Background: an optimization exercise with open tools, aiming at small area and a short achievable clock period. Do not read the settings as production practice. Power is estimated from default activity; no workload was simulated.

==> inputs of build 94 <==
Design lc8b10b_slot, start of the top module:
module lc8b10b_slot (
    input  wire         clk,
    input  wire         rst,         
    input  wire         in_valid,
    input  wire         in_entry,    
    input  wire [159:0] in_sym,
    output wire         out_valid,
    output reg  [159:0] out_sym,     
    output reg  [127:0] out_data,    
    output reg  [15:0]  out_k,       
    output reg  [15:0]  out_err      
);
  reg [159:0] r_nsym;                 
  wire [159:0] r_sym = ~r_nsym;
  reg [15:0]  r_err, r_okn, r_dfl;
  reg         r_valid;
  reg         st_n, st_p, st_t;
  assign out_valid = r_valid;
  wire [15:0]  okn, okp, gn, gp, dfl;    
  wire [127:0] byt;                 
  wire [15:0]  kk, a6, mfj, mgh;
  genvar g;
  generate
    for (g = 0; g < 16; g = g + 1) begin : sym
      lc_rx_sym rx (.w(in_sym[10*g +: 10]), .okn(okn[g]), .okp(okp[g]), .gn(gn[g]), .gp(gp[g]),
                    .dfl(dfl[g]));
      lc_tx_sym tx (.w(r_sym[10*g +: 10]), .byt(byt[8*g +: 8]), .kk(kk[g]),
                    .a6(a6[g]), .mfj(mfj[g]), .mgh(mgh[g]));
    end
  endgenerate
  reg [15:0] gn2, gp2, qn, qp, ft, qt;    
  reg [15:0] pn, pp;                      
  ...
Settings: LEC_CHECK=0, CAP_MARGIN=20, CORE_MARGIN=2, CORE_UTILIZATION=40, CTS_BUF_LIST=sky130_fd_sc_hd__clkbuf_4, CTS_CLUSTER_SIZE=20, PLACE_DENSITY=0.85, SLEW_MARGIN=20, TNS_END_PERCENT=20; clock period 175.0 ns.
standard.sh (not shown) runs the stock make flow with config.mk's settings and CLKGATE_MAP_FILE= SYNTH_SCRIPT=/design/flow/synth_recipe.tcl, a recipe that flattens the netlist after the stock synthesis.
==> flow/flow/run.sh <==
#!/bin/bash
# The standard layout (standard.sh), with four changes to how it is made:
# - synthesis maps with ABC's &nf mapper (flow/abc_map.script) instead of
#   ORFS's script, through flow/synth.tcl, which is synth_recipe.tcl with only
#   the ABC script swapped;
# - no full/half-adder extraction before ABC (ADDER_MAP_FILE empty);
# - ports are buffered with sky130_fd_sc_hd__buf_1;
# - ORFS's timing repair aims for 137 ns of setup slack (SETUP_SLACK_MARGIN)
#   instead of 0, so it sizes the slowest paths of this design up. The clock,
#   its period and all constraints are the standard flow's own, unchanged.
# Each tool's output goes to the ORFS logs under orfs/logs; make's own output
# to flow_make.log here.
set -euo pipefail
W=$(pwd)
export FLOW_ABC_SCRIPT=$W/flow/abc_map.script
bash standard.sh "SYNTH_SCRIPT=$W/flow/synth.tcl" "ADDER_MAP_FILE=" \
  "BUFFER_PORTS_ARGS=-buffer_cell sky130_fd_sc_hd__buf_1" SETUP_SLACK_MARGIN=137 finish > flow_make.log 2>&1
test -s out/final.def
==> flow/flow/abc_map.script <==
strash; &get -n; &nf -R 1000; &put; topo; stime -c
==> flow/flow/synth.tcl <==
# The standard flow's synthesis script (synth_recipe.tcl) with ABC's mapping script replaced
# by the one named in FLOW_ABC_SCRIPT.
proc synth {args} { yosys synth -nofsm -noshare {*}$args }
proc abc {args} {
  set i [lsearch -exact $args -script]
  if { $i >= 0 } { lset args [expr {$i + 1}] $::env(FLOW_ABC_SCRIPT) }
  yosys abc {*}$args
}
source $::env(SCRIPTS_DIR)/synth.tcl
# left out here: clear keep_hierarchy, flatten, clean up, hide names made inside functions, write 1_2_yosys.v
==> build 36 (differences from build 94) <==
--- a/flow/flow/run.sh
+++ b/flow/flow/run.sh
@@ -5,7 +5,7 @@
 #   the ABC script swapped;
 # - no full/half-adder extraction before ABC (ADDER_MAP_FILE empty);
 # - ports are buffered with sky130_fd_sc_hd__buf_1;
-# - ORFS's timing repair aims for 137 ns of setup slack (SETUP_SLACK_MARGIN)
+# - ORFS's timing repair aims for 136.3 ns of setup slack (SETUP_SLACK_MARGIN)
 #   instead of 0, so it sizes the slowest paths of this design up. The clock,
 #   its period and all constraints are the standard flow's own, unchanged.
 # Each tool's output goes to the ORFS logs under orfs/logs; make's own output
@@ -14,5 +14,5 @@
 W=$(pwd)
 export FLOW_ABC_SCRIPT=$W/flow/abc_map.script
 bash standard.sh "SYNTH_SCRIPT=$W/flow/synth.tcl" "ADDER_MAP_FILE=" \
-  "BUFFER_PORTS_ARGS=-buffer_cell sky130_fd_sc_hd__buf_1" SETUP_SLACK_MARGIN=137 finish > flow_make.log 2>&1
+  "BUFFER_PORTS_ARGS=-buffer_cell sky130_fd_sc_hd__buf_1" SETUP_SLACK_MARGIN=136.3 finish > flow_make.log 2>&1
 test -s out/final.def
==> comparison <==
Against build 94, the clock power of build 36 is smaller by 9.2%. Sequential power: build 36 is lower than build 94 (about 2%). Between build 36 and build 94, the lower cell count is in build 36 (gap 0.77%, measured against build 94). Die area is the same in build 36 and build 94. Area after synthesis is the same in build 36 and build 94.
==> figures <==
| quantity | build 36 | build 94 |
|---|---|---|
| Outcome | timing/DRC/antenna clean | timing/DRC/antenna clean |
| Area of all placed cells without fillers | 22,800 µm² | 24,500 µm² |
| Upper clock frequency limit | 25.8 MHz | 26.3 MHz |
| End-of-flow core utilization | 47.7% | 51.3% |
| Area of the multi-input gates | 14,800 µm² | 15,900 µm² |
| Iteration-0 DRC Markers | 2,109 | 1,856 |
| Reg-to-Reg End | r_dfl[2] | r_nsym[43] |
| Power consumed by sequential cells | 0.0774 mW | 0.0792 mW |
| Hold Worst Slack | 0.529 ns | 0.533 ns |
| Worst-skew pair later-pin latency | 0.82 ns | 0.84 ns |
| Worst Reg-to-Reg Cells | 5 | 6 |
No run of this note included a check of the RTL's function; only the layout flow was run.

port drivers added, routing unchanged:
How much do the figures lean on ideal ports? The routed layouts below were timed once more, with nothing changed but the port constraints. Step 1 assumes that a clkbuf_16 drives the clock port and a buf_2 every other input. Step 2 adds t to the input delays and takes it off the output delays; t is the mean of the earliest and latest rising clock arrival at the registers after step 1. Input paths then give back, and output paths get back, about the clock's delay inside the block. Three values: ideal, step 1, step 2; two values: the first two.
| run | t, ns | setup WS [ns] | latest minus earliest clock arrival (ns) | slew at the worst register clock pin (ns) |
|---|---|---|---|---|
| build 94 | 0.840 | 136.936 / 136.886 / 136.352 | 0.121 / 0.121 | 0.09 / 0.09 |
| build 36 | 0.833 | 136.292 / 136.240 / 135.839 | 0.081 / 0.081 | 0.08 / 0.08 |
After both steps every run listed still meets setup and hold. For build 94, which loses most, drivers alone change the setup slack by -0.050 ns; drivers and shift together by -0.584 ns.
